Context: an optimization exercise on an open-source flow, tuned for small area, a short achievable clock period and few clock cycles per item. The choices shown serve that exercise and are no tape-out recipe. The RTL was checked by simulation tests, not by an equivalence proof against the original design.

[design.v]
module gst_ecc (
    input  wire        clk,
    input  wire        rst,
    input  wire        req_valid,
    output wire        req_ready,
    input  wire [1:0]  req_op,        
    input  wire [33:0] req_addr,      
    input  wire [31:0] req_origin,
    input  wire [79:0] req_cw,        
    input  wire [63:0] req_wdata,     
    input  wire [7:0]  req_wmask,     
    output reg         rsp_valid,
    input  wire        rsp_ready,
    output wire [63:0] rsp_data,
    output wire        rsp_wr,
    output wire [79:0] rsp_cw,
    output wire [1:0]  rsp_weight,    
    output wire        rsp_poison,
    input  wire        stat_clr,      
    input  wire [1:0]  log_clr,       
    output wire [63:0] eccstat,
    output wire [63:0] ecclog,
    output wire [31:0] eccorg
);
    wire [6:0] s1, s3;
    assign s1[0] = ^(req_cw[78:0] & 79'h3ea85bce5660dae8c881);
    assign s1[1] = ^(req_cw[78:0] & 79'h7d50b79cacc1b5d19102);
    assign s1[2] = ^(req_cw[78:0] & 79'h7aa16f3959836ba32204);
    assign s1[3] = ^(req_cw[78:0] & 79'h4bea85bce5660dae8c88);
    assign s1[4] = ^(req_cw[78:0] & 79'h17d50b79cacc1b5d1910);
    assign s1[5] = ^(req_cw[78:0] & 79'h2faa16f3959836ba3220);
    assign s1[6] = ^(req_cw[78:0] & 79'h5f542de72b306d746440);
    assign s3[0] = ^(req_cw[78:0] & 79'h1b1ceb84c156929e46a1);
    assign s3[1] = ^(req_cw[78:0] & 79'h3b7a2cbe2066c73ae130);
    assign s3[2] = ^(req_cw[78:0] & 79'h3494f2350feede8b2f88);
    assign s3[3] = ^(req_cw[78:0] & 79'h2d253c8d43fbb7a2cbe2);
    assign s3[4] = ^(req_cw[78:0] & 79'h4d8e75c260ab494f2350);
    assign s3[5] = ^(req_cw[78:0] & 79'h5dbd165f1033639d7098);
    assign s3[6] = ^(req_cw[78:0] & 79'h5a4a791a87f76f4597c4);
    wire par = ^req_cw;
    reg  [6:0] w3;
    always @(*) begin
        case (s1)
            7'd0: w3 = 7'd0;
            7'd1: w3 = 7'd1;
            7'd2: w3 = 7'd17;
            7'd3: w3 = 7'd24;
            7'd4: w3 = 7'd19;
            7'd5: w3 = 7'd82;
            7'd6: w3 = 7'd3;
            7'd7: w3 = 7'd122;
            7'd8: w3 = 7'd49;
            7'd9: w3 = 7'd56;
            7'd10: w3 = 7'd40;
            7'd11: w3 = 7'd33;
            7'd12: w3 = 7'd51;
            7'd13: w3 = 7'd4;
            7'd14: w3 = 7'd45;
            7'd15: w3 = 7'd71;
            7'd16: w3 = 7'd23;
            7'd17: w3 = 7'd36;
            7'd18: w3 = 7'd7;
            7'd19: w3 = 7'd88;
            7'd20: w3 = 7'd5;
            7'd21: w3 = 7'd44;
            7'd22: w3 = 7'd21;
            7'd23: w3 = 7'd96;
            7'd24: w3 = 7'd53;
            7'd25: w3 = 7'd30;
            7'd26: w3 = 7'd68;
            7'd27: w3 = 7'd100;
            7'd28: w3 = 7'd80;
            7'd29: w3 = 7'd46;
            7'd30: w3 = 7'd127;
            7'd31: w3 = 7'd103;
            7'd32: w3 = 7'd117;
            7'd33: w3 = 7'd18;
            7'd34: w3 = 7'd64;
            7'd35: w3 = 7'd115;
            7'd36: w3 = 7'd119;
            7'd37: w3 = 7'd38;
            7'd38: w3 = 7'd11;
            7'd39: w3 = 7'd47;
            7'd40: w3 = 7'd85;
            7'd41: w3 = 7'd124;
            7'd42: w3 = 7'd65;
            7'd43: w3 = 7'd2;
            7'd44: w3 = 7'd87;
            7'd45: w3 = 7'd58;
            7'd46: w3 = 7'd12;
            7'd47: w3 = 7'd110;
            7'd48: w3 = 7'd83;
            7'd49: w3 = 7'd93;
            7'd50: w3 = 7'd101;
            7'd51: w3 = 7'd86;
            7'd52: w3 = 7'd76;
            7'd53: w3 = 7'd62;
            7'd54: w3 = 7'd72;
            7'd55: w3 = 7'd66;
            7'd56: w3 = 7'd10;
            7'd57: w3 = 7'd90;
            7'd58: w3 = 7'd99;
            7'd59: w3 = 7'd79;
            7'd60: w3 = 7'd120;
            7'd61: w3 = 7'd81;
            7'd62: w3 = 7'd123;
            7'd63: w3 = 7'd31;
            7'd64: w3 = 7'd91;
            7'd65: w3 = 7'd26;
            7'd66: w3 = 7'd32;
            7'd67: w3 = 7'd28;
            7'd68: w3 = 7'd8;
            7'd69: w3 = 7'd73;
            7'd70: w3 = 7'd61;
            7'd71: w3 = 7'd111;
            7'd72: w3 = 7'd121;
            7'd73: w3 = 7'd22;
            7'd74: w3 = 7'd98;
            7'd75: w3 = 7'd14;
            7'd76: w3 = 7'd50;
            7'd77: w3 = 7'd109;
            7'd78: w3 = 7'd114;
            7'd79: w3 = 7'd54;
            7'd80: w3 = 7'd95;
            7'd81: w3 = 7'd16;
            7'd82: w3 = 7'd75;
            7'd83: w3 = 7'd70;
            7'd84: w3 = 7'd25;
            7'd85: w3 = 7'd39;
            7'd86: w3 = 7'd34;
            7'd87: w3 = 7'd106;
            7'd88: w3 = 7'd125;
            7'd89: w3 = 7'd92;
            7'd90: w3 = 7'd37;
            7'd91: w3 = 7'd113;
            7'd92: w3 = 7'd69;
            7'd93: w3 = 7'd29;
            7'd94: w3 = 7'd107;
            7'd95: w3 = 7'd52;
            7'd96: w3 = 7'd57;
            7'd97: w3 = 7'd112;
            7'd98: w3 = 7'd94;
            7'd99: w3 = 7'd43;
            7'd100: w3 = 7'd89;
            7'd101: w3 = 7'd105;
            7'd102: w3 = 7'd108;
            7'd103: w3 = 7'd78;
            7'd104: w3 = 7'd77;
            7'd105: w3 = 7'd55;
            7'd106: w3 = 7'd97;
            7'd107: w3 = 7'd59;
            7'd108: w3 = 7'd9;
            7'd109: w3 = 7'd20;
            7'd110: w3 = 7'd42;
            7'd111: w3 = 7'd102;
            7'd112: w3 = 7'd35;
            7'd113: w3 = 7'd67;
            7'd114: w3 = 7'd41;
            7'd115: w3 = 7'd6;
            7'd116: w3 = 7'd63;
            7'd117: w3 = 7'd74;
            7'd118: w3 = 7'd126;
            7'd119: w3 = 7'd84;
            7'd120: w3 = 7'd15;
            7'd121: w3 = 7'd118;
            7'd122: w3 = 7'd27;
            7'd123: w3 = 7'd104;
            7'd124: w3 = 7'd60;
            7'd125: w3 = 7'd48;
            7'd126: w3 = 7'd116;
            7'd127: w3 = 7'd13;
            default: w3 = 7'd0;
        endcase
    end
    wire [6:0] t;
    assign t[0] = (s3[0] & w3[0]) ^ (s3[1] & w3[6]) ^ (s3[2] & w3[5]) ^ (s3[3] & w3[4]) ^ (s3[4] & w3[3]) ^ (s3[5] & w3[2]) ^ (s3[5] & w3[6]) ^ (s3[6] & w3[1]) ^ (s3[6] & w3[5]);
    assign t[1] = (s3[0] & w3[1]) ^ (s3[1] & w3[0]) ^ (s3[2] & w3[6]) ^ (s3[3] & w3[5]) ^ (s3[4] & w3[4]) ^ (s3[5] & w3[3]) ^ (s3[6] & w3[2]) ^ (s3[6] & w3[6]);
    assign t[2] = (s3[0] & w3[2]) ^ (s3[1] & w3[1]) ^ (s3[2] & w3[0]) ^ (s3[3] & w3[6]) ^ (s3[4] & w3[5]) ^ (s3[5] & w3[4]) ^ (s3[6] & w3[3]);
    assign t[3] = (s3[0] & w3[3]) ^ (s3[1] & w3[2]) ^ (s3[1] & w3[6]) ^ (s3[2] & w3[1]) ^ (s3[2] & w3[5]) ^ (s3[3] & w3[0]) ^ (s3[3] & w3[4]) ^ (s3[4] & w3[3]) ^ (s3[4] & w3[6]) ^ (s3[5] & w3[2]) ^ (s3[5] & w3[5]) ^ (s3[5] & w3[6]) ^ (s3[6] & w3[1]) ^ (s3[6] & w3[4]) ^ (s3[6] & w3[5]);
    assign t[4] = (s3[0] & w3[4]) ^ (s3[1] & w3[3]) ^ (s3[2] & w3[2]) ^ (s3[2] & w3[6]) ^ (s3[3] & w3[1]) ^ (s3[3] & w3[5]) ^ (s3[4] & w3[0]) ^ (s3[4] & w3[4]) ^ (s3[5] & w3[3]) ^ (s3[5] & w3[6]) ^ (s3[6] & w3[2]) ^ (s3[6] & w3[5]) ^ (s3[6] & w3[6]);
    assign t[5] = (s3[0] & w3[5]) ^ (s3[1] & w3[4]) ^ (s3[2] & w3[3]) ^ (s3[3] & w3[2]) ^ (s3[3] & w3[6]) ^ (s3[4] & w3[1]) ^ (s3[4] & w3[5]) ^ (s3[5] & w3[0]) ^ (s3[5] & w3[4]) ^ (s3[6] & w3[3]) ^ (s3[6] & w3[6]);
    assign t[6] = (s3[0] & w3[6]) ^ (s3[1] & w3[5]) ^ (s3[2] & w3[4]) ^ (s3[3] & w3[3]) ^ (s3[4] & w3[2]) ^ (s3[4] & w3[6]) ^ (s3[5] & w3[1]) ^ (s3[5] & w3[5]) ^ (s3[6] & w3[0]) ^ (s3[6] & w3[4]);
    wire [6:0] z0;
    assign z0[0] = 1'b0;
    assign z0[1] = (s3[0] & w3[2]) ^ (s3[0] & w3[3]) ^ (s3[0] & w3[4]) ^ (s3[0] & w3[6]) ^ (s3[1] & w3[1]) ^ (s3[1] & w3[2]) ^ (s3[1] & w3[3]) ^ (s3[1] & w3[5]) ^ (s3[1] & w3[6]) ^ (s3[2] & w3[0]) ^ (s3[2] & w3[1]) ^ (s3[2] & w3[2]) ^ (s3[2] & w3[4]) ^ (s3[2] & w3[5]) ^ (s3[2] & w3[6]) ^ (s3[3] & w3[0]) ^ (s3[3] & w3[1]) ^ (s3[3] & w3[3]) ^ (s3[3] & w3[4]) ^ (s3[3] & w3[5]) ^ (s3[3] & w3[6]) ^ (s3[4] & w3[0]) ^ (s3[4] & w3[2]) ^ (s3[4] & w3[3]) ^ (s3[4] & w3[4]) ^ (s3[4] & w3[5]) ^ (s3[5] & w3[1]) ^ (s3[5] & w3[2]) ^ (s3[5] & w3[3]) ^ (s3[5] & w3[4]) ^ (s3[6] & w3[0]) ^ (s3[6] & w3[1]) ^ (s3[6] & w3[2]) ^ (s3[6] & w3[3]) ^ (s3[6] & w3[6]);
    assign z0[2] = (s3[0] & w3[3]) ^ (s3[0] & w3[4]) ^ (s3[0] & w3[6]) ^ (s3[1] & w3[2]) ^ (s3[1] & w3[3]) ^ (s3[1] & w3[5]) ^ (s3[1] & w3[6]) ^ (s3[2] & w3[1]) ^ (s3[2] & w3[2]) ^ (s3[2] & w3[4]) ^ (s3[2] & w3[5]) ^ (s3[2] & w3[6]) ^ (s3[3] & w3[0]) ^ (s3[3] & w3[1]) ^ (s3[3] & w3[3]) ^ (s3[3] & w3[4]) ^ (s3[3] & w3[5]) ^ (s3[4] & w3[0]) ^ (s3[4] & w3[2]) ^ (s3[4] & w3[3]) ^ (s3[4] & w3[4]) ^ (s3[5] & w3[1]) ^ (s3[5] & w3[2]) ^ (s3[5] & w3[3]) ^ (s3[6] & w3[0]) ^ (s3[6] & w3[1]) ^ (s3[6] & w3[2]) ^ (s3[6] & w3[6]);
    assign z0[3] = (s3[0] & w3[5]) ^ (s3[0] & w3[6]) ^ (s3[1] & w3[4]) ^ (s3[1] & w3[5]) ^ (s3[2] & w3[3]) ^ (s3[2] & w3[4]) ^ (s3[3] & w3[2]) ^ (s3[3] & w3[3]) ^ (s3[3] & w3[6]) ^ (s3[4] & w3[1]) ^ (s3[4] & w3[2]) ^ (s3[4] & w3[5]) ^ (s3[4] & w3[6]) ^ (s3[5] & w3[0]) ^ (s3[5] & w3[1]) ^ (s3[5] & w3[4]) ^ (s3[5] & w3[5]) ^ (s3[6] & w3[0]) ^ (s3[6] & w3[3]) ^ (s3[6] & w3[4]) ^ (s3[6] & w3[6]);
    assign z0[4] = (s3[0] & w3[1]) ^ (s3[0] & w3[2]) ^ (s3[0] & w3[4]) ^ (s3[1] & w3[0]) ^ (s3[1] & w3[1]) ^ (s3[1] & w3[3]) ^ (s3[2] & w3[0]) ^ (s3[2] & w3[2]) ^ (s3[3] & w3[1]) ^ (s3[3] & w3[6]) ^ (s3[4] & w3[0]) ^ (s3[4] & w3[5]) ^ (s3[5] & w3[4]) ^ (s3[5] & w3[6]) ^ (s3[6] & w3[3]) ^ (s3[6] & w3[5]);
    assign z0[5] = (s3[0] & w3[3]) ^ (s3[0] & w3[5]) ^ (s3[0] & w3[6]) ^ (s3[1] & w3[2]) ^ (s3[1] & w3[4]) ^ (s3[1] & w3[5]) ^ (s3[1] & w3[6]) ^ (s3[2] & w3[1]) ^ (s3[2] & w3[3]) ^ (s3[2] & w3[4]) ^ (s3[2] & w3[5]) ^ (s3[3] & w3[0]) ^ (s3[3] & w3[2]) ^ (s3[3] & w3[3]) ^ (s3[3] & w3[4]) ^ (s3[3] & w3[6]) ^ (s3[4] & w3[1]) ^ (s3[4] & w3[2]) ^ (s3[4] & w3[3]) ^ (s3[4] & w3[5]) ^ (s3[5] & w3[0]) ^ (s3[5] & w3[1]) ^ (s3[5] & w3[2]) ^ (s3[5] & w3[4]) ^ (s3[5] & w3[6]) ^ (s3[6] & w3[0]) ^ (s3[6] & w3[1]) ^ (s3[6] & w3[3]) ^ (s3[6] & w3[5]) ^ (s3[6] & w3[6]);
    assign z0[6] = (s3[0] & w3[3]) ^ (s3[0] & w3[6]) ^ (s3[1] & w3[2]) ^ (s3[1] & w3[5]) ^ (s3[1] & w3[6]) ^ (s3[2] & w3[1]) ^ (s3[2] & w3[4]) ^ (s3[2] & w3[5]) ^ (s3[3] & w3[0]) ^ (s3[3] & w3[3]) ^ (s3[3] & w3[4]) ^ (s3[4] & w3[2]) ^ (s3[4] & w3[3]) ^ (s3[5] & w3[1]) ^ (s3[5] & w3[2]) ^ (s3[5] & w3[6]) ^ (s3[6] & w3[0]) ^ (s3[6] & w3[1]) ^ (s3[6] & w3[5]);
    wire is_w = (req_op == 2'd0);
    wire is_m = (req_op == 2'd2);
    wire is_s = (req_op == 2'd3);
    wire [7:0] kmask = is_w ? 8'hFF : is_m ? req_wmask : 8'h00;
    reg  [63:0] xm;
    integer bi;
    always @(*) begin
        for (bi = 0; bi < 8; bi = bi + 1)
            xm[8*bi +: 8] = kmask[bi] ? req_wdata[8*bi +: 8] : req_cw[14 + 8*bi +: 8];
    end
    reg [63:0] q_x;
    reg [7:0]  q_kmask;
    reg [6:0]  q_s1, q_z0;
    reg        q_s1z, q_s3z, q_cz, q_tr, q_par, q_pr;
    reg        q_w, q_m, q_s;
    reg [33:0] q_addr;
    reg [31:0] q_origin;
    wire load = !rsp_valid || rsp_ready;
    assign req_ready = load;
    always @(posedge clk) begin
        if (rst)
            rsp_valid <= 1'b0;
        else if (load)
            rsp_valid <= req_valid;
        if (load) begin
            q_x      <= xm;
            q_kmask  <= kmask;
            q_s1     <= s1;
            q_z0     <= z0;
            q_s1z    <= (s1 == 7'd0);
            q_s3z    <= (s3 == 7'd0);
            q_cz     <= (t == 7'd1);
            q_tr     <= !t[0];
            q_par    <= par;
            q_pr     <= req_cw[78];
            q_w      <= is_w;
            q_m      <= is_m;
            q_s      <= is_s;
            q_addr   <= req_addr;
            q_origin <= req_origin;
        end
    end
    wire [6:0] x1;
    assign x1[0] = (q_s1[0] & q_z0[0]) ^ (q_s1[1] & q_z0[6]) ^ (q_s1[2] & q_z0[5]) ^ (q_s1[3] & q_z0[4]) ^ (q_s1[4] & q_z0[3]) ^ (q_s1[5] & q_z0[2]) ^ (q_s1[5] & q_z0[6]) ^ (q_s1[6] & q_z0[1]) ^ (q_s1[6] & q_z0[5]);
    assign x1[1] = (q_s1[0] & q_z0[1]) ^ (q_s1[1] & q_z0[0]) ^ (q_s1[2] & q_z0[6]) ^ (q_s1[3] & q_z0[5]) ^ (q_s1[4] & q_z0[4]) ^ (q_s1[5] & q_z0[3]) ^ (q_s1[6] & q_z0[2]) ^ (q_s1[6] & q_z0[6]);
    assign x1[2] = (q_s1[0] & q_z0[2]) ^ (q_s1[1] & q_z0[1]) ^ (q_s1[2] & q_z0[0]) ^ (q_s1[3] & q_z0[6]) ^ (q_s1[4] & q_z0[5]) ^ (q_s1[5] & q_z0[4]) ^ (q_s1[6] & q_z0[3]);
    assign x1[3] = (q_s1[0] & q_z0[3]) ^ (q_s1[1] & q_z0[2]) ^ (q_s1[1] & q_z0[6]) ^ (q_s1[2] & q_z0[1]) ^ (q_s1[2] & q_z0[5]) ^ (q_s1[3] & q_z0[0]) ^ (q_s1[3] & q_z0[4]) ^ (q_s1[4] & q_z0[3]) ^ (q_s1[4] & q_z0[6]) ^ (q_s1[5] & q_z0[2]) ^ (q_s1[5] & q_z0[5]) ^ (q_s1[5] & q_z0[6]) ^ (q_s1[6] & q_z0[1]) ^ (q_s1[6] & q_z0[4]) ^ (q_s1[6] & q_z0[5]);
    assign x1[4] = (q_s1[0] & q_z0[4]) ^ (q_s1[1] & q_z0[3]) ^ (q_s1[2] & q_z0[2]) ^ (q_s1[2] & q_z0[6]) ^ (q_s1[3] & q_z0[1]) ^ (q_s1[3] & q_z0[5]) ^ (q_s1[4] & q_z0[0]) ^ (q_s1[4] & q_z0[4]) ^ (q_s1[5] & q_z0[3]) ^ (q_s1[5] & q_z0[6]) ^ (q_s1[6] & q_z0[2]) ^ (q_s1[6] & q_z0[5]) ^ (q_s1[6] & q_z0[6]);
    assign x1[5] = (q_s1[0] & q_z0[5]) ^ (q_s1[1] & q_z0[4]) ^ (q_s1[2] & q_z0[3]) ^ (q_s1[3] & q_z0[2]) ^ (q_s1[3] & q_z0[6]) ^ (q_s1[4] & q_z0[1]) ^ (q_s1[4] & q_z0[5]) ^ (q_s1[5] & q_z0[0]) ^ (q_s1[5] & q_z0[4]) ^ (q_s1[6] & q_z0[3]) ^ (q_s1[6] & q_z0[6]);
    assign x1[6] = (q_s1[0] & q_z0[6]) ^ (q_s1[1] & q_z0[5]) ^ (q_s1[2] & q_z0[4]) ^ (q_s1[3] & q_z0[3]) ^ (q_s1[4] & q_z0[2]) ^ (q_s1[4] & q_z0[6]) ^ (q_s1[5] & q_z0[1]) ^ (q_s1[5] & q_z0[5]) ^ (q_s1[6] & q_z0[0]) ^ (q_s1[6] & q_z0[4]);
    wire [6:0] x2 = x1 ^ q_s1;
    reg        v1, p1;
    always @(*) begin
        case (x1)
            7'd0: begin v1 = 1'b0; p1 = 1'b0; end
            7'd1: begin v1 = 1'b1; p1 = 1'b0; end
            7'd2: begin v1 = 1'b1; p1 = 1'b0; end
            7'd3: begin v1 = 1'b1; p1 = 1'b0; end
            7'd4: begin v1 = 1'b1; p1 = 1'b0; end
            7'd5: begin v1 = 1'b1; p1 = 1'b0; end
            7'd6: begin v1 = 1'b1; p1 = 1'b0; end
            7'd7: begin v1 = 1'b0; p1 = 1'b0; end
            7'd8: begin v1 = 1'b1; p1 = 1'b0; end
            7'd9: begin v1 = 1'b1; p1 = 1'b0; end
            7'd10: begin v1 = 1'b1; p1 = 1'b0; end
            7'd11: begin v1 = 1'b1; p1 = 1'b0; end
            7'd12: begin v1 = 1'b1; p1 = 1'b0; end
            7'd13: begin v1 = 1'b0; p1 = 1'b0; end
            7'd14: begin v1 = 1'b0; p1 = 1'b0; end
            7'd15: begin v1 = 1'b0; p1 = 1'b0; end
            7'd16: begin v1 = 1'b1; p1 = 1'b0; end
            7'd17: begin v1 = 1'b0; p1 = 1'b0; end
            7'd18: begin v1 = 1'b1; p1 = 1'b0; end
            7'd19: begin v1 = 1'b0; p1 = 1'b0; end
            7'd20: begin v1 = 1'b1; p1 = 1'b0; end
            7'd21: begin v1 = 1'b0; p1 = 1'b0; end
            7'd22: begin v1 = 1'b1; p1 = 1'b0; end
            7'd23: begin v1 = 1'b0; p1 = 1'b0; end
            7'd24: begin v1 = 1'b1; p1 = 1'b0; end
            7'd25: begin v1 = 1'b1; p1 = 1'b0; end
            7'd26: begin v1 = 1'b0; p1 = 1'b0; end
            7'd27: begin v1 = 1'b1; p1 = 1'b0; end
            7'd28: begin v1 = 1'b0; p1 = 1'b0; end
            7'd29: begin v1 = 1'b1; p1 = 1'b0; end
            7'd30: begin v1 = 1'b0; p1 = 1'b0; end
            7'd31: begin v1 = 1'b1; p1 = 1'b0; end
            7'd32: begin v1 = 1'b1; p1 = 1'b0; end
            7'd33: begin v1 = 1'b0; p1 = 1'b0; end
            7'd34: begin v1 = 1'b0; p1 = 1'b0; end
            7'd35: begin v1 = 1'b1; p1 = 1'b0; end
            7'd36: begin v1 = 1'b1; p1 = 1'b0; end
            7'd37: begin v1 = 1'b1; p1 = 1'b0; end
            7'd38: begin v1 = 1'b0; p1 = 1'b0; end
            7'd39: begin v1 = 1'b1; p1 = 1'b0; end
            7'd40: begin v1 = 1'b1; p1 = 1'b0; end
            7'd41: begin v1 = 1'b1; p1 = 1'b0; end
            7'd42: begin v1 = 1'b0; p1 = 1'b0; end
            7'd43: begin v1 = 1'b1; p1 = 1'b0; end
            7'd44: begin v1 = 1'b1; p1 = 1'b0; end
            7'd45: begin v1 = 1'b1; p1 = 1'b0; end
            7'd46: begin v1 = 1'b0; p1 = 1'b0; end
            7'd47: begin v1 = 1'b1; p1 = 1'b0; end
            7'd48: begin v1 = 1'b1; p1 = 1'b0; end
            7'd49: begin v1 = 1'b0; p1 = 1'b0; end
            7'd50: begin v1 = 1'b1; p1 = 1'b0; end
            7'd51: begin v1 = 1'b1; p1 = 1'b0; end
            7'd52: begin v1 = 1'b0; p1 = 1'b0; end
            7'd53: begin v1 = 1'b1; p1 = 1'b0; end
            7'd54: begin v1 = 1'b1; p1 = 1'b0; end
            7'd55: begin v1 = 1'b1; p1 = 1'b0; end
            7'd56: begin v1 = 1'b0; p1 = 1'b0; end
            7'd57: begin v1 = 1'b1; p1 = 1'b0; end
            7'd58: begin v1 = 1'b1; p1 = 1'b0; end
            7'd59: begin v1 = 1'b0; p1 = 1'b0; end
            7'd60: begin v1 = 1'b0; p1 = 1'b0; end
            7'd61: begin v1 = 1'b1; p1 = 1'b0; end
            7'd62: begin v1 = 1'b1; p1 = 1'b0; end
            7'd63: begin v1 = 1'b0; p1 = 1'b0; end
            7'd64: begin v1 = 1'b1; p1 = 1'b0; end
            7'd65: begin v1 = 1'b1; p1 = 1'b0; end
            7'd66: begin v1 = 1'b0; p1 = 1'b0; end
            7'd67: begin v1 = 1'b0; p1 = 1'b0; end
            7'd68: begin v1 = 1'b0; p1 = 1'b0; end
            7'd69: begin v1 = 1'b1; p1 = 1'b0; end
            7'd70: begin v1 = 1'b1; p1 = 1'b0; end
            7'd71: begin v1 = 1'b0; p1 = 1'b0; end
            7'd72: begin v1 = 1'b1; p1 = 1'b0; end
            7'd73: begin v1 = 1'b1; p1 = 1'b0; end
            7'd74: begin v1 = 1'b1; p1 = 1'b0; end
            7'd75: begin v1 = 1'b1; p1 = 1'b0; end
            7'd76: begin v1 = 1'b0; p1 = 1'b0; end
            7'd77: begin v1 = 1'b0; p1 = 1'b0; end
            7'd78: begin v1 = 1'b1; p1 = 1'b1; end
            7'd79: begin v1 = 1'b0; p1 = 1'b0; end
            7'd80: begin v1 = 1'b1; p1 = 1'b0; end
            7'd81: begin v1 = 1'b1; p1 = 1'b0; end
            7'd82: begin v1 = 1'b1; p1 = 1'b0; end
            7'd83: begin v1 = 1'b1; p1 = 1'b0; end
            7'd84: begin v1 = 1'b0; p1 = 1'b0; end
            7'd85: begin v1 = 1'b1; p1 = 1'b0; end
            7'd86: begin v1 = 1'b1; p1 = 1'b0; end
            7'd87: begin v1 = 1'b1; p1 = 1'b0; end
            7'd88: begin v1 = 1'b1; p1 = 1'b0; end
            7'd89: begin v1 = 1'b0; p1 = 1'b0; end
            7'd90: begin v1 = 1'b1; p1 = 1'b0; end
            7'd91: begin v1 = 1'b0; p1 = 1'b0; end
            7'd92: begin v1 = 1'b0; p1 = 1'b0; end
            7'd93: begin v1 = 1'b1; p1 = 1'b0; end
            7'd94: begin v1 = 1'b1; p1 = 1'b0; end
            7'd95: begin v1 = 1'b1; p1 = 1'b0; end
            7'd96: begin v1 = 1'b1; p1 = 1'b0; end
            7'd97: begin v1 = 1'b1; p1 = 1'b0; end
            7'd98: begin v1 = 1'b0; p1 = 1'b0; end
            7'd99: begin v1 = 1'b0; p1 = 1'b0; end
            7'd100: begin v1 = 1'b1; p1 = 1'b0; end
            7'd101: begin v1 = 1'b0; p1 = 1'b0; end
            7'd102: begin v1 = 1'b1; p1 = 1'b0; end
            7'd103: begin v1 = 1'b0; p1 = 1'b0; end
            7'd104: begin v1 = 1'b0; p1 = 1'b0; end
            7'd105: begin v1 = 1'b0; p1 = 1'b0; end
            7'd106: begin v1 = 1'b1; p1 = 1'b0; end
            7'd107: begin v1 = 1'b1; p1 = 1'b0; end
            7'd108: begin v1 = 1'b1; p1 = 1'b0; end
            7'd109: begin v1 = 1'b1; p1 = 1'b0; end
            7'd110: begin v1 = 1'b1; p1 = 1'b0; end
            7'd111: begin v1 = 1'b1; p1 = 1'b0; end
            7'd112: begin v1 = 1'b0; p1 = 1'b0; end
            7'd113: begin v1 = 1'b1; p1 = 1'b0; end
            7'd114: begin v1 = 1'b1; p1 = 1'b0; end
            7'd115: begin v1 = 1'b1; p1 = 1'b0; end
            7'd116: begin v1 = 1'b1; p1 = 1'b0; end
            7'd117: begin v1 = 1'b0; p1 = 1'b0; end
            7'd118: begin v1 = 1'b0; p1 = 1'b0; end
            7'd119: begin v1 = 1'b0; p1 = 1'b0; end
            7'd120: begin v1 = 1'b0; p1 = 1'b0; end
            7'd121: begin v1 = 1'b0; p1 = 1'b0; end
            7'd122: begin v1 = 1'b1; p1 = 1'b0; end
            7'd123: begin v1 = 1'b0; p1 = 1'b0; end
            7'd124: begin v1 = 1'b1; p1 = 1'b0; end
            7'd125: begin v1 = 1'b1; p1 = 1'b0; end
            7'd126: begin v1 = 1'b0; p1 = 1'b0; end
            7'd127: begin v1 = 1'b0; p1 = 1'b0; end
            default: begin v1 = 1'b0; p1 = 1'b0; end
        endcase
    end
    reg        v2, p2;
    always @(*) begin
        case (x2)
            7'd0: begin v2 = 1'b0; p2 = 1'b0; end
            7'd1: begin v2 = 1'b1; p2 = 1'b0; end
            7'd2: begin v2 = 1'b1; p2 = 1'b0; end
            7'd3: begin v2 = 1'b1; p2 = 1'b0; end
            7'd4: begin v2 = 1'b1; p2 = 1'b0; end
            7'd5: begin v2 = 1'b1; p2 = 1'b0; end
            7'd6: begin v2 = 1'b1; p2 = 1'b0; end
            7'd7: begin v2 = 1'b0; p2 = 1'b0; end
            7'd8: begin v2 = 1'b1; p2 = 1'b0; end
            7'd9: begin v2 = 1'b1; p2 = 1'b0; end
            7'd10: begin v2 = 1'b1; p2 = 1'b0; end
            7'd11: begin v2 = 1'b1; p2 = 1'b0; end
            7'd12: begin v2 = 1'b1; p2 = 1'b0; end
            7'd13: begin v2 = 1'b0; p2 = 1'b0; end
            7'd14: begin v2 = 1'b0; p2 = 1'b0; end
            7'd15: begin v2 = 1'b0; p2 = 1'b0; end
            7'd16: begin v2 = 1'b1; p2 = 1'b0; end
            7'd17: begin v2 = 1'b0; p2 = 1'b0; end
            7'd18: begin v2 = 1'b1; p2 = 1'b0; end
            7'd19: begin v2 = 1'b0; p2 = 1'b0; end
            7'd20: begin v2 = 1'b1; p2 = 1'b0; end
            7'd21: begin v2 = 1'b0; p2 = 1'b0; end
            7'd22: begin v2 = 1'b1; p2 = 1'b0; end
            7'd23: begin v2 = 1'b0; p2 = 1'b0; end
            7'd24: begin v2 = 1'b1; p2 = 1'b0; end
            7'd25: begin v2 = 1'b1; p2 = 1'b0; end
            7'd26: begin v2 = 1'b0; p2 = 1'b0; end
            7'd27: begin v2 = 1'b1; p2 = 1'b0; end
            7'd28: begin v2 = 1'b0; p2 = 1'b0; end
            7'd29: begin v2 = 1'b1; p2 = 1'b0; end
            7'd30: begin v2 = 1'b0; p2 = 1'b0; end
            7'd31: begin v2 = 1'b1; p2 = 1'b0; end
            7'd32: begin v2 = 1'b1; p2 = 1'b0; end
            7'd33: begin v2 = 1'b0; p2 = 1'b0; end
            7'd34: begin v2 = 1'b0; p2 = 1'b0; end
            7'd35: begin v2 = 1'b1; p2 = 1'b0; end
            7'd36: begin v2 = 1'b1; p2 = 1'b0; end
            7'd37: begin v2 = 1'b1; p2 = 1'b0; end
            7'd38: begin v2 = 1'b0; p2 = 1'b0; end
            7'd39: begin v2 = 1'b1; p2 = 1'b0; end
            7'd40: begin v2 = 1'b1; p2 = 1'b0; end
            7'd41: begin v2 = 1'b1; p2 = 1'b0; end
            7'd42: begin v2 = 1'b0; p2 = 1'b0; end
            7'd43: begin v2 = 1'b1; p2 = 1'b0; end
            7'd44: begin v2 = 1'b1; p2 = 1'b0; end
            7'd45: begin v2 = 1'b1; p2 = 1'b0; end
            7'd46: begin v2 = 1'b0; p2 = 1'b0; end
            7'd47: begin v2 = 1'b1; p2 = 1'b0; end
            7'd48: begin v2 = 1'b1; p2 = 1'b0; end
            7'd49: begin v2 = 1'b0; p2 = 1'b0; end
            7'd50: begin v2 = 1'b1; p2 = 1'b0; end
            7'd51: begin v2 = 1'b1; p2 = 1'b0; end
            7'd52: begin v2 = 1'b0; p2 = 1'b0; end
            7'd53: begin v2 = 1'b1; p2 = 1'b0; end
            7'd54: begin v2 = 1'b1; p2 = 1'b0; end
            7'd55: begin v2 = 1'b1; p2 = 1'b0; end
            7'd56: begin v2 = 1'b0; p2 = 1'b0; end
            7'd57: begin v2 = 1'b1; p2 = 1'b0; end
            7'd58: begin v2 = 1'b1; p2 = 1'b0; end
            7'd59: begin v2 = 1'b0; p2 = 1'b0; end
            7'd60: begin v2 = 1'b0; p2 = 1'b0; end
            7'd61: begin v2 = 1'b1; p2 = 1'b0; end
            7'd62: begin v2 = 1'b1; p2 = 1'b0; end
            7'd63: begin v2 = 1'b0; p2 = 1'b0; end
            7'd64: begin v2 = 1'b1; p2 = 1'b0; end
            7'd65: begin v2 = 1'b1; p2 = 1'b0; end
            7'd66: begin v2 = 1'b0; p2 = 1'b0; end
            7'd67: begin v2 = 1'b0; p2 = 1'b0; end
            7'd68: begin v2 = 1'b0; p2 = 1'b0; end
            7'd69: begin v2 = 1'b1; p2 = 1'b0; end
            7'd70: begin v2 = 1'b1; p2 = 1'b0; end
            7'd71: begin v2 = 1'b0; p2 = 1'b0; end
            7'd72: begin v2 = 1'b1; p2 = 1'b0; end
            7'd73: begin v2 = 1'b1; p2 = 1'b0; end
            7'd74: begin v2 = 1'b1; p2 = 1'b0; end
            7'd75: begin v2 = 1'b1; p2 = 1'b0; end
            7'd76: begin v2 = 1'b0; p2 = 1'b0; end
            7'd77: begin v2 = 1'b0; p2 = 1'b0; end
            7'd78: begin v2 = 1'b1; p2 = 1'b1; end
            7'd79: begin v2 = 1'b0; p2 = 1'b0; end
            7'd80: begin v2 = 1'b1; p2 = 1'b0; end
            7'd81: begin v2 = 1'b1; p2 = 1'b0; end
            7'd82: begin v2 = 1'b1; p2 = 1'b0; end
            7'd83: begin v2 = 1'b1; p2 = 1'b0; end
            7'd84: begin v2 = 1'b0; p2 = 1'b0; end
            7'd85: begin v2 = 1'b1; p2 = 1'b0; end
            7'd86: begin v2 = 1'b1; p2 = 1'b0; end
            7'd87: begin v2 = 1'b1; p2 = 1'b0; end
            7'd88: begin v2 = 1'b1; p2 = 1'b0; end
            7'd89: begin v2 = 1'b0; p2 = 1'b0; end
            7'd90: begin v2 = 1'b1; p2 = 1'b0; end
            7'd91: begin v2 = 1'b0; p2 = 1'b0; end
            7'd92: begin v2 = 1'b0; p2 = 1'b0; end
            7'd93: begin v2 = 1'b1; p2 = 1'b0; end
            7'd94: begin v2 = 1'b1; p2 = 1'b0; end
            7'd95: begin v2 = 1'b1; p2 = 1'b0; end
            7'd96: begin v2 = 1'b1; p2 = 1'b0; end
            7'd97: begin v2 = 1'b1; p2 = 1'b0; end
            7'd98: begin v2 = 1'b0; p2 = 1'b0; end
            7'd99: begin v2 = 1'b0; p2 = 1'b0; end
            7'd100: begin v2 = 1'b1; p2 = 1'b0; end
            7'd101: begin v2 = 1'b0; p2 = 1'b0; end
            7'd102: begin v2 = 1'b1; p2 = 1'b0; end
            7'd103: begin v2 = 1'b0; p2 = 1'b0; end
            7'd104: begin v2 = 1'b0; p2 = 1'b0; end
            7'd105: begin v2 = 1'b0; p2 = 1'b0; end
            7'd106: begin v2 = 1'b1; p2 = 1'b0; end
            7'd107: begin v2 = 1'b1; p2 = 1'b0; end
            7'd108: begin v2 = 1'b1; p2 = 1'b0; end
            7'd109: begin v2 = 1'b1; p2 = 1'b0; end
            7'd110: begin v2 = 1'b1; p2 = 1'b0; end
            7'd111: begin v2 = 1'b1; p2 = 1'b0; end
            7'd112: begin v2 = 1'b0; p2 = 1'b0; end
            7'd113: begin v2 = 1'b1; p2 = 1'b0; end
            7'd114: begin v2 = 1'b1; p2 = 1'b0; end
            7'd115: begin v2 = 1'b1; p2 = 1'b0; end
            7'd116: begin v2 = 1'b1; p2 = 1'b0; end
            7'd117: begin v2 = 1'b0; p2 = 1'b0; end
            7'd118: begin v2 = 1'b0; p2 = 1'b0; end
            7'd119: begin v2 = 1'b0; p2 = 1'b0; end
            7'd120: begin v2 = 1'b0; p2 = 1'b0; end
            7'd121: begin v2 = 1'b0; p2 = 1'b0; end
            7'd122: begin v2 = 1'b1; p2 = 1'b0; end
            7'd123: begin v2 = 1'b0; p2 = 1'b0; end
            7'd124: begin v2 = 1'b1; p2 = 1'b0; end
            7'd125: begin v2 = 1'b1; p2 = 1'b0; end
            7'd126: begin v2 = 1'b0; p2 = 1'b0; end
            7'd127: begin v2 = 1'b0; p2 = 1'b0; end
            default: begin v2 = 1'b0; p2 = 1'b0; end
        endcase
    end
    wire       ue = q_s1z ? !q_s3z :
                    q_cz  ? !v2  :
                    (q_par || q_tr || !(v1 && v2));
    wire [1:0] w  = q_s1z ? {1'b0, q_par} : (q_cz && q_par) ? 2'd1 : 2'd2;
    wire       pz = !ue && (q_pr ^ p1 ^ p2);
    assign rsp_weight = q_w ? 2'd0 : ue ? 2'd3 : w;
    assign rsp_poison = !q_w && pz;
    assign rsp_wr     = q_w || q_m || (q_s && !pz && (ue || w != 2'd0));
    wire   enc_p      = (q_m && (ue || pz)) || (q_s && ue);
    wire   q_report   = !q_w && !(q_s && pz);
    wire   q_scrub    = q_s;
    reg [63:0] en;
    integer bj;
    always @(*) begin
        for (bj = 0; bj < 8; bj = bj + 1)
            en[8*bj +: 8] = {8{!ue && !q_kmask[bj]}};
    end
    wire [63:0] h1, h2;
    assign h1[0] = (x1 == 7'd65);
    assign h1[1] = (x1 == 7'd11);
    assign h1[2] = (x1 == 7'd22);
    assign h1[3] = (x1 == 7'd44);
    assign h1[4] = (x1 == 7'd88);
    assign h1[5] = (x1 == 7'd57);
    assign h1[6] = (x1 == 7'd114);
    assign h1[7] = (x1 == 7'd109);
    assign h1[8] = (x1 == 7'd83);
    assign h1[9] = (x1 == 7'd47);
    assign h1[10] = (x1 == 7'd94);
    assign h1[11] = (x1 == 7'd53);
    assign h1[12] = (x1 == 7'd106);
    assign h1[13] = (x1 == 7'd93);
    assign h1[14] = (x1 == 7'd51);
    assign h1[15] = (x1 == 7'd102);
    assign h1[16] = (x1 == 7'd69);
    assign h1[17] = (x1 == 7'd3);
    assign h1[18] = (x1 == 7'd6);
    assign h1[19] = (x1 == 7'd12);
    assign h1[20] = (x1 == 7'd24);
    assign h1[21] = (x1 == 7'd48);
    assign h1[22] = (x1 == 7'd96);
    assign h1[23] = (x1 == 7'd73);
    assign h1[24] = (x1 == 7'd27);
    assign h1[25] = (x1 == 7'd54);
    assign h1[26] = (x1 == 7'd108);
    assign h1[27] = (x1 == 7'd81);
    assign h1[28] = (x1 == 7'd43);
    assign h1[29] = (x1 == 7'd86);
    assign h1[30] = (x1 == 7'd37);
    assign h1[31] = (x1 == 7'd74);
    assign h1[32] = (x1 == 7'd29);
    assign h1[33] = (x1 == 7'd58);
    assign h1[34] = (x1 == 7'd116);
    assign h1[35] = (x1 == 7'd97);
    assign h1[36] = (x1 == 7'd75);
    assign h1[37] = (x1 == 7'd31);
    assign h1[38] = (x1 == 7'd62);
    assign h1[39] = (x1 == 7'd124);
    assign h1[40] = (x1 == 7'd113);
    assign h1[41] = (x1 == 7'd107);
    assign h1[42] = (x1 == 7'd95);
    assign h1[43] = (x1 == 7'd55);
    assign h1[44] = (x1 == 7'd110);
    assign h1[45] = (x1 == 7'd85);
    assign h1[46] = (x1 == 7'd35);
    assign h1[47] = (x1 == 7'd70);
    assign h1[48] = (x1 == 7'd5);
    assign h1[49] = (x1 == 7'd10);
    assign h1[50] = (x1 == 7'd20);
    assign h1[51] = (x1 == 7'd40);
    assign h1[52] = (x1 == 7'd80);
    assign h1[53] = (x1 == 7'd41);
    assign h1[54] = (x1 == 7'd82);
    assign h1[55] = (x1 == 7'd45);
    assign h1[56] = (x1 == 7'd90);
    assign h1[57] = (x1 == 7'd61);
    assign h1[58] = (x1 == 7'd122);
    assign h1[59] = (x1 == 7'd125);
    assign h1[60] = (x1 == 7'd115);
    assign h1[61] = (x1 == 7'd111);
    assign h1[62] = (x1 == 7'd87);
    assign h1[63] = (x1 == 7'd39);
    assign h2[0] = (x2 == 7'd65);
    assign h2[1] = (x2 == 7'd11);
    assign h2[2] = (x2 == 7'd22);
    assign h2[3] = (x2 == 7'd44);
    assign h2[4] = (x2 == 7'd88);
    assign h2[5] = (x2 == 7'd57);
    assign h2[6] = (x2 == 7'd114);
    assign h2[7] = (x2 == 7'd109);
    assign h2[8] = (x2 == 7'd83);
    assign h2[9] = (x2 == 7'd47);
    assign h2[10] = (x2 == 7'd94);
    assign h2[11] = (x2 == 7'd53);
    assign h2[12] = (x2 == 7'd106);
    assign h2[13] = (x2 == 7'd93);
    assign h2[14] = (x2 == 7'd51);
    assign h2[15] = (x2 == 7'd102);
    assign h2[16] = (x2 == 7'd69);
    assign h2[17] = (x2 == 7'd3);
    assign h2[18] = (x2 == 7'd6);
    assign h2[19] = (x2 == 7'd12);
    assign h2[20] = (x2 == 7'd24);
    assign h2[21] = (x2 == 7'd48);
    assign h2[22] = (x2 == 7'd96);
    assign h2[23] = (x2 == 7'd73);
    assign h2[24] = (x2 == 7'd27);
    assign h2[25] = (x2 == 7'd54);
    assign h2[26] = (x2 == 7'd108);
    assign h2[27] = (x2 == 7'd81);
    assign h2[28] = (x2 == 7'd43);
    assign h2[29] = (x2 == 7'd86);
    assign h2[30] = (x2 == 7'd37);
    assign h2[31] = (x2 == 7'd74);
    assign h2[32] = (x2 == 7'd29);
    assign h2[33] = (x2 == 7'd58);
    assign h2[34] = (x2 == 7'd116);
    assign h2[35] = (x2 == 7'd97);
    assign h2[36] = (x2 == 7'd75);
    assign h2[37] = (x2 == 7'd31);
    assign h2[38] = (x2 == 7'd62);
    assign h2[39] = (x2 == 7'd124);
    assign h2[40] = (x2 == 7'd113);
    assign h2[41] = (x2 == 7'd107);
    assign h2[42] = (x2 == 7'd95);
    assign h2[43] = (x2 == 7'd55);
    assign h2[44] = (x2 == 7'd110);
    assign h2[45] = (x2 == 7'd85);
    assign h2[46] = (x2 == 7'd35);
    assign h2[47] = (x2 == 7'd70);
    assign h2[48] = (x2 == 7'd5);
    assign h2[49] = (x2 == 7'd10);
    assign h2[50] = (x2 == 7'd20);
    assign h2[51] = (x2 == 7'd40);
    assign h2[52] = (x2 == 7'd80);
    assign h2[53] = (x2 == 7'd41);
    assign h2[54] = (x2 == 7'd82);
    assign h2[55] = (x2 == 7'd45);
    assign h2[56] = (x2 == 7'd90);
    assign h2[57] = (x2 == 7'd61);
    assign h2[58] = (x2 == 7'd122);
    assign h2[59] = (x2 == 7'd125);
    assign h2[60] = (x2 == 7'd115);
    assign h2[61] = (x2 == 7'd111);
    assign h2[62] = (x2 == 7'd87);
    assign h2[63] = (x2 == 7'd39);
    assign rsp_data = q_x ^ ((h1 ^ h2) & en);
    wire [64:0] info = {enc_p, rsp_data};
    wire [13:0] chk;
    assign chk[0] = ^(info & 65'h12a2d78a6784ee361);
    assign chk[1] = ^(info & 65'h17e7789ea88d325a3);
    assign chk[2] = ^(info & 65'h1d6c26b7369e8a827);
    assign chk[3] = ^(info & 65'h1ad84d6e6d3d1504e);
    assign chk[4] = ^(info & 65'h7124d56bdfec43fd);
    assign chk[5] = ^(info & 65'h1c864d271c796649b);
    assign chk[6] = ^(info & 65'hbae4dc45f7622a57);
    assign chk[7] = ^(info & 65'h175c9b88beec454ae);
    assign chk[8] = ^(info & 65'h1c1be09b1a5c64a3d);
    assign chk[9] = ^(info & 65'ha9516bc533c2771b);
    assign chk[10] = ^(info & 65'h152a2d78a6784ee36);
    assign chk[11] = ^(info & 65'ha545af14cf09dc6c);
    assign chk[12] = ^(info & 65'h14a8b5e299e13b8d8);
    assign chk[13] = ^(info & 65'h9516bc533c2771b0);
    wire cpar = ^(info & 65'he61b2862283a5edf);
    assign rsp_cw = {cpar, info, chk};
    reg [31:0] ce1_cnt;
    reg [15:0] ce2_cnt;
    reg [15:0] ue_cnt;
    reg [33:0] log_addr;
    reg [1:0]  log_weight;
    reg        log_poison;
    reg        log_scrub;
    reg        log_valid;
    reg        log_ovf;
    reg [31:0] org;
    wire       rsp_fire  = rsp_valid && rsp_ready;
    wire       ev_bad    = rsp_poison || (rsp_weight == 2'd3);
    wire       ev_ce1    = rsp_fire && q_report && !ev_bad && (rsp_weight == 2'd1);
    wire       ev_ce2    = rsp_fire && q_report && !ev_bad && (rsp_weight == 2'd2);
    wire       ev_ue     = rsp_fire && q_report && ev_bad;
    wire       ev_log    = ev_ce1 || ev_ce2 || ev_ue;
    wire [31:0] ce1_base = stat_clr ? 32'd0 : ce1_cnt;
    wire [15:0] ce2_base = stat_clr ? 16'd0 : ce2_cnt;
    wire [15:0] ue_base  = stat_clr ? 16'd0 : ue_cnt;
    wire        valid_base = log_valid && !log_clr[0];
    wire        ovf_base   = log_ovf && !log_clr[1];
    always @(posedge clk) begin
        if (rst) begin
            ce1_cnt    <= 32'd0;
            ce2_cnt    <= 16'd0;
            ue_cnt     <= 16'd0;
            log_addr   <= 34'd0;
            log_weight <= 2'd0;
            log_poison <= 1'b0;
            log_scrub  <= 1'b0;
            log_valid  <= 1'b0;
            log_ovf    <= 1'b0;
            org        <= 32'd0;
        end else begin
            ce1_cnt <= (ev_ce1 && ce1_base != 32'hFFFF_FFFF) ? ce1_base + 32'd1 : ce1_base;
            ce2_cnt <= (ev_ce2 && ce2_base != 16'hFFFF) ? ce2_base + 16'd1 : ce2_base;
            ue_cnt  <= (ev_ue  && ue_base  != 16'hFFFF) ? ue_base  + 16'd1 : ue_base;
            log_valid <= valid_base || ev_log;
            log_ovf   <= ovf_base || (ev_log && valid_base);
            if (ev_log && !valid_base) begin
                log_addr   <= q_addr;
                log_weight <= ev_bad ? 2'd3 : rsp_weight;
                log_poison <= rsp_poison;
                log_scrub  <= q_scrub;
                org        <= q_origin;
            end
        end
    end
    assign eccstat = {ue_cnt, ce2_cnt, ce1_cnt};
    assign ecclog  = {21'd0, log_ovf, log_valid, log_scrub, log_poison, log_weight, log_addr, 3'd0};
    assign eccorg  = org;
endmodule
[flow/run.sh]
#!/bin/bash
# The standard layout, with the ports buffered by the smallest buffer
# (sky130_fd_sc_hd__buf_1) instead of the default delay buffer.
set -euo pipefail
bash standard.sh "BUFFER_PORTS_ARGS=-buffer_cell sky130_fd_sc_hd__buf_1" finish > standard_flow.log 2>&1
[standard.sh]
#!/bin/bash
# synth_recipe.tcl (not shown) runs the flow's synth.tcl, then flattens the netlist and writes it again
# the make line also repeats each setting of config.mk as NAME=value (left out here)
make -C /OpenROAD-flow-scripts/flow DESIGN_CONFIG=/design/flow/config.mk WORK_HOME=/design/flow/orfs CLKGATE_MAP_FILE= SYNTH_SCRIPT=/design/flow/synth_recipe.tcl "${@:-finish}"
[config.mk]
export PLATFORM = sky130hd
export DESIGN_NAME = gst_ecc
export DESIGN_NICKNAME = gst_ecc
export VERILOG_FILES = /design/flow/design.v
export SDC_FILE = /design/flow/constraint.sdc
export NUM_CORES = 4
export LEC_CHECK = 0
export CAP_MARGIN = 20
export CORE_MARGIN = 2
export CORE_UTILIZATION = 40
export SLEW_MARGIN = 20
[constraint.sdc]
create_clock -name core_clock -period 25.0 [get_ports {clk}]
set_input_delay 5.0000 -clock core_clock [delete_from_list [all_inputs] [get_ports {clk}]]
set_output_delay 5.0000 -clock core_clock [all_outputs]
set_load 0.01 [all_outputs]
==> results of run 1 <==
tightest hold or removal path: stages, from the launching register on:
cell and delay [ns]:
dfxtp_1 0.31, nand2_1 0.05, a21oi_1 0.05
metal layers:
layer  track usage  wire length [um]  vias up
met5             0                27        -
met4         0.104              4230        4
met3        0.0647              9790      214
met2         0.473             48500     1181
met1         0.391             43300    10900
li1              -                 -    10400
metrics by stage:
| stage | cell area, um2 | hold slack, ns |
|---|---|---|
| floorplan | 26800 | 0.437 |
| global placement | 28800 | 0.441 |
| detailed placement | 28800 | 0.446 |
| CTS | 30000 | 0.454 |
| global route | 30000 | 0.467 |
| finish | 30000 | 0.453 |
sequential cells by signal, indices dropped and copies added (netlist names), 6 cells and up:
register	cells
q_x	64
log_addr	34
q_addr	34
ce1_cnt	32
org	32
q_origin	32
ce2_cnt	16
ue_cnt	16
q_kmask	8
q_s1	7
q_z0	6
worst max-delay path by stage:
stage,slack [ns],endpoint,start,cells after the start
2_1_floorplan,11.06,req_ready,rsp_ready,1
3_3_place_gp,12.63,rsp_cw[10],q_s1[4],22
3_5_place_dp,12.62,rsp_cw[10],q_s1[4],22
4_1_cts,11.98,rsp_cw[10],q_z0[6],22
5_1_grt,11.53,rsp_cw[10],q_s1[4],22
6_report,11.87,rsp_cw[10],q_z0[6],22
cell families after synthesis:
family | after synthesis | synth area share
and+or+nand+nor | 889 | 0.147
xor gates and xnor gates | 816 | 0.342
AOI/OAI and AO/OA | 365 | 0.101
buffers and inverters | 353 | 0.0674
DFF | 297 | 0.283
muxes | 114 | 0.0483
adders and majority gates | 24 | 0.0112
other | 1 | 0.000140
layout by cell type (no fill, tap or decap), types with 9 or more instances in the layout:
cell,count
a211oi_1,59
a211oi_2,14
a21oi_1,115
a311oi_1,11
a311oi_2,9
and2_1,9
and3_1,16
buf_1,511
buf_4,48
clkbuf_16,40
conb_1,24
dfxtp_1,137
edfxtp_1,160
ha_1,24
inv_1,92
mux2_2,68
mux2i_1,41
nand2_1,343
nand2b_1,17
nand3_1,71
nand4_1,15
nor2_1,238
nor2b_1,29
nor3_1,103
o211ai_1,10
o21ai_0,42
o22ai_1,12
xnor2_1,471
xnor2_2,19
xnor3_1,109
xor2_1,190
xor3_1,16
area by class of cell:
type	instances	area share
Antenna cell	6	0.000500
Clock buffer	49	0.0353
Clock inverter	19	0.00542
Inverter	101	0.0127
Multi-Input combinational cell	2232	0.583
Sequential cell	297	0.251
Tap cell	864	0.0360
Timing Repair Buffer	560	0.0762
==> run_results.csv, run 1 <==
group,metric,value,unit
outcome,status,"complete, no violations",
route,drt.antenna.violating_nets,0,
synthesis,synth_top_cell_by_area,"edfxtp_1",
critical_path,reg2reg_from,"q_z0[6]",
layout,layout-drive-gt1-share,0.0835,
die,rows,94,
synthesis,synth_flop_cell,"edfxtp_1",
synthesis,synth_cells,2859,
critical_path,reg2reg_to,"log_addr[0]",
route,viasPerCell,5.50,
critical_path,path_class,"reg2out",
synthesis,synth-seq-cells,297,
synthesis,postSynthAreaPerCell,9.34,um2
clock_tree,cts_buffer_depth,3,
timing,fmax,76.1,MHz
die,die_h,262,um
global_routing,grt_pass1_vias,21000,
timing,setup_viol,0,
critical_path,cp_num_buf_inv,4,
worst_hold_path,hp-class,"reg2reg",
clock_tree,holdBufCountCts,0,
timing,rsz0062_at_grt,"false",
layout,layout.nets,3480,
synthesis,synth_common_cells,"473 x xnor2_1, 345 x nand2_1, 238 x nor2_1, 190 x xor2_1, 160 x edfxtp_1",
clock_tree,cts.sinks,297,
global_routing,antenna_found_initial,12,
layout,seqCellArea,7550,um2
synthesis,yosysWarningCount,1,
global_routing,grt_pass1_wl,150000,um
synthesis,synthArstFlopShare,0,
worst_hold_path,whs_endpoint,"org[21]",
synthesis,syn_area,26700,um2
die,start_util,0.405,
place,dp.cells,4054,
clock_tree,cts.clk_slew.worst_paths,0.06,ns
synthesis,netlist-cell-type-count,102,
place,gp_congestion,1.02,
global_routing,grt_max_degree,76,
clock_tree,cts_buffers,37,
clock_tree,insertion_delay,0.58,ns
clock_tree,cts_root_buf,"clkbuf_16",
place,dp_hpwl,84000,um
synthesis,synth_area_leaders,"edfxtp_1 18%, xnor2_1 16%, dfxtp_1 10%",
job,cap_violations,0,
layout,multi_input_comb_area,17500,um2
clock_tree,cts_resized,0,
global_routing,grt-ovfl-total,0,
critical_path,arrival,8.13,ns
layout,area_delta_synth_final,12.4,%
timing,fin_crit_sh,0.525,
critical_path,path_max_fanout,69,
route,post_drt_wl_per_cell,25.6,um
route,drc,0,
timing,finalMaxSlewViolations,0,
timing,finalClockSkew,0.0334,ns
synthesis,synth_most_common_cell,"xnor2_1",
timing,period_minus_slack,13.13,ns
timing,worst_slew_pin_slew,1.12,ns
die,dieArea,68800,um2
timing,setup_tns,0,ns
clock_tree,post_cts_buffers,0,
critical_path,r2r_cells,21,
critical_path,critPathSlowestCell,"xor2_1",
route,num_vias,22700,
layout,instances_no_fill,4128,
timing,relSlewSlack,0.249,
die,io_pins,537,
layout,fillCellCount,6491,
route,finalWirelength,106000,um
die,coreArea,65900,um2
place,place_ws,12.62,ns
clock_tree,cts_tree,"built",
critical_path,cp-end-kind,"output port",
timing,finalHoldViolCount,0,
critical_path,required,20.00,ns
synthesis,synth-edff-count,160,
critical_path,worstPathCellList,"nor2b_1, o22ai_1, a21oi_1, xnor2_1, inv_2, xnor2_1, inv_2, ha_1, inv_1, ha_1, nand2_1, o211ai_1, o311ai_1, a2111o_1, a21o_4, a21oi_1, xor2_1, xnor3_1, xnor3_1, xnor3_1, xnor2_1, buf_1",
global_routing,track_usage,0.295,
timing,setup_slack,11.87,ns
route,first_iter_violations,2436,
worst_hold_path,hold_path_depth,2,
worst_hold_path,worstHoldStart,"org[21]",
synthesis,yosysSeqAreaShare,0.283,
critical_path,critPathLaunchType,"flop",
critical_path,slowest_delay,0.90,ns
synthesis,synth_top_area_frac,0.180,
critical_path,reg2reg_setup_slack,17.82,ns
place,port_buffers,512,
critical_path,critical_path.top_delay_family,"XOR/XNOR gates",
route,first_pass_iters,7,
clock_tree,htree_levels,2,
layout,fin_util,0.456,
die,die-width,262,um
Testbench counts, summed over its fixed seeds: cycles 12,008, items 12,000.
==> inputs of run 2 (changes only) <==
==> run.sh (new file) <==
#!/bin/bash
# synth_recipe.tcl (not shown) runs the flow's synth.tcl, then flattens the netlist and writes it again
# the make line also repeats each setting of config.mk as NAME=value (left out here)
make -C /OpenROAD-flow-scripts/flow DESIGN_CONFIG=/design/flow/config.mk WORK_HOME=/design/flow/orfs CLKGATE_MAP_FILE= SYNTH_SCRIPT=/design/flow/synth_recipe.tcl finish
removed: flow/run.sh
removed: standard.sh
==> run 2 against run 1 <==
Still clean on timing, DRC and antenna. Synthesized cell count stayed put. First-iteration DRC count shrank 14%. Global-route usage rose by 2.1 points. Cell count is essentially flat. Register-to-register slack lost 0.11 ns. Worst setup slack worse by 0.53 ns. Count of clock-buffer cells in the layout did not move. Highest routed layer unchanged.
==> run_results.csv, run 2 <==
group,metric,value,unit
route,drt.antenna.violating_nets,0,
critical_path,worstPathCellList,"nand2_1, xnor2_1, xnor2_1, xnor2_1, inv_2, xnor2_1, inv_2, ha_1, inv_1, ha_1, nand2_1, o211ai_1, o311ai_1, a2111o_1, buf_4, a21o_4, a211oi_1, xnor2_1, xnor3_1, xor2_1, xnor3_1, xnor3_1, clkdlybuf4s50_1",
critical_path,critPathLaunchType,"flop",
timing,holdWs,0.452,ns
synthesis,synth_top_cell_by_area,"edfxtp_1",
synthesis,synth_flop_cell,"edfxtp_1",
layout,final_area,33200,um2
timing,fmax,73.2,MHz
timing,setup_tns,0,ns
global_routing,grt-ovfl-total,0,
critical_path,path_class,"reg2out",
synthesis,synth_cells,2859,
critical_path,cp_num_buf_inv,5,
layout,layout.nets,3474,
timing,fin_crit_sh,0.546,
clock_tree,cts_buffers,38,
clock_tree,insertion_delay,0.58,ns
route,drc,0,
synthesis,synth-edff-count,160,
synthesis,synth_common_cells,"473 x xnor2_1, 345 x nand2_1, 238 x nor2_1, 190 x xor2_1, 160 x edfxtp_1",
synthesis,yosysWarningCount,1,
clock_tree,holdBufCountCts,0,
worst_hold_path,hp-class,"reg2reg",
critical_path,critPathSlowestCell,"xnor2_1",
global_routing,grt_max_degree,70,
critical_path,reg2reg_to,"org[9]",
timing,period_minus_slack,13.66,ns
layout,layout_common_cells,"511 x clkdlybuf4s50_1, 470 x xnor2_1, 343 x nand2_1, 238 x nor2_1, 190 x xor2_1",
clock_tree,cts_buffer_depth,3,
clock_tree,cts_resized,0,
global_routing,grt_pass1_wl,160000,um
die,die-width,262,um
route,first_pass_iters,6,
synthesis,syn_area,26700,um2
synthesis,synth_top_area_frac,0.180,
place,gp_congestion,1.02,
layout,regMostFlops,"q_x",
timing,rsz0062_at_grt,"false",
die,dieArea,68800,um2
die,coreArea,65900,um2
place,port_buffers,512,
critical_path,worst-path-stages,23,
job,cap_violations,0,
critical_path,crit_start,"q_s1[4]",
route,num_vias,23000,
layout,area_delta_synth_final,24.5,%
die,io_pins,537,
timing,relSlewSlack,0.238,
die,die_h,262,um
critical_path,reg2reg_setup_slack,17.71,ns
layout,layout_commonest_cell,"clkdlybuf4s50_1",
layout,instances_no_fill,4131,
outcome,status,"complete, no violations",
critical_path,required,20.00,ns
timing,finalMaxSlewViolations,0,
route,post_drt_wl_per_cell,27.2,um
critical_path,path_common_cell,"xnor2_1",
clock_tree,cts.clk_slew.worst_paths,0.06,ns
clock_tree,post_cts_buffers,0,
synthesis,netlist-cell-type-count,102,
timing,worst_slew_pin_slew,1.13,ns
synthesis,postSynthAreaPerCell,9.34,um2
layout,largest_reg_flops,64,
place,place_ws,11.96,ns
die,start_util,0.405,
die,rows,94,
clock_tree,htree_levels,2,
synthesis,synth_most_common_cell,"xnor2_1",
global_routing,antenna_found_initial,22,
synthesis,synth_area_leaders,"edfxtp_1 18%, xnor2_1 16%, dfxtp_1 10%",
critical_path,cp-end-kind,"output port",
critical_path,path_max_fanout,69,
clock_tree,cts.sinks,297,
global_routing,grt_pass1_vias,22200,
synthesis,synthArstFlopShare,0,
timing,setup_slack,11.34,ns
route,viasPerCell,5.57,
critical_path,slowest_delay,0.93,ns
critical_path,r2r_cells,22,
critical_path,cp-endpoint,"rsp_cw[9]",
critical_path,arrival,8.66,ns
clock_tree,cts_root_buf,"clkbuf_16",
critical_path,critical_path.top_delay_family,"XOR/XNOR gates",
route,first_iter_violations,2086,
timing,setup_viol,0,
route,finalWirelength,112000,um
global_routing,track_usage,0.316,
layout,reg_top3,"q_x x64, log_addr x34, q_addr x34",
clock_tree,cts_tree,"built",
layout,layout-drive-gt1-share,0.0803,
place,place_area,31900,um2
place,dp_hpwl,90200,um
synthesis,synth-seq-cells,297,
layout,fin_util,0.505,
timing,finalHoldViolCount,0,
critical_path,reg2reg_from,"q_s1[4]",
timing,finalClockSkew,0.0322,ns
synthesis,yosysSeqAreaShare,0.283,
place,dp.cells,4047,
run 2: cell counts after synthesis:
Identical to the previous run, type by type.
run 2: routing by layer:
layer  vias to the layer above  track usage  share of wire
li1                      10400            -              -
met1                     11200        0.414           0.41
met2                      1206        0.526           0.47
met3                       186       0.0487          0.078
met4                         4        0.115          0.039
met5                         -            0        0.00024
run 2: cell type report:
class	instances	area (um2)
Sequential cell	297	7550
Tap cell	864	1080
Fill cell	6100	32600
Timing Repair Buffer	553	5430
Clock buffer	49	1020
Multi-Input combinational cell	2232	17500
Clock inverter	19	241
Antenna cell	16	40.0
Inverter	101	382
run 2: worst min-delay path by stage:
stage	startpoint	endpoint	slack (ns)	cells past startpoint
floorplan	log_poison	log_poison	0.44	2
CTS	log_addr[31]	log_addr[31]	0.45	2
global route	org[31]	org[31]	0.47	2
detailed placement	log_addr[31]	log_addr[31]	0.45	2
global placement	org[28]	org[28]	0.44	2
finish	log_addr[9]	log_addr[9]	0.45	2
run 2: kinds of logic after synthesis:
group,after synthesis,share of synthesized area
AOI/OAI and AO/OA,365,0.101
muxes,114,0.0483
xor gates and xnor gates,816,0.342
DFF,297,0.283
buffers and inverters,353,0.0674
and+or+nand+nor,889,0.147
adders and majority gates,24,0.0112
other,1,0.000140
run 2: worst min-delay path, stage by stage, from the launching register on:
cell	delay, ns
dfxtp_1	0.30
nand2_1	0.05
a21oi_1	0.05

port drivers added, routing unchanged:
Ports are ideal in the flow. The routed layouts listed here were re-timed in OpenROAD.
Step 1 (the two cells are an assumption about what drives the block):
set clk [get_ports {clk}]
set_driving_cell -lib_cell sky130_fd_sc_hd__clkbuf_16 $clk
set_driving_cell -lib_cell sky130_fd_sc_hd__buf_2 [delete_from_list [all_inputs] $clk]
Step 2 moves the port delays by t, midway between the first and last clock arrival at a register: inputs arrive t later, outputs are due t later. That takes back most of the time a late clock gives input paths.
a / b / c = ideal / step 1 / step 2; a / b = the first two.
run	shift t [ns]	setup WS [ns]	latest minus earliest clock arrival (ns)
run 1	0.627	11.868 / 11.803 / 12.431	0.034 / 0.033
run 2	0.632	11.341 / 11.274 / 11.906	0.038 / 0.038
After both steps setup and hold are still met in every run listed.
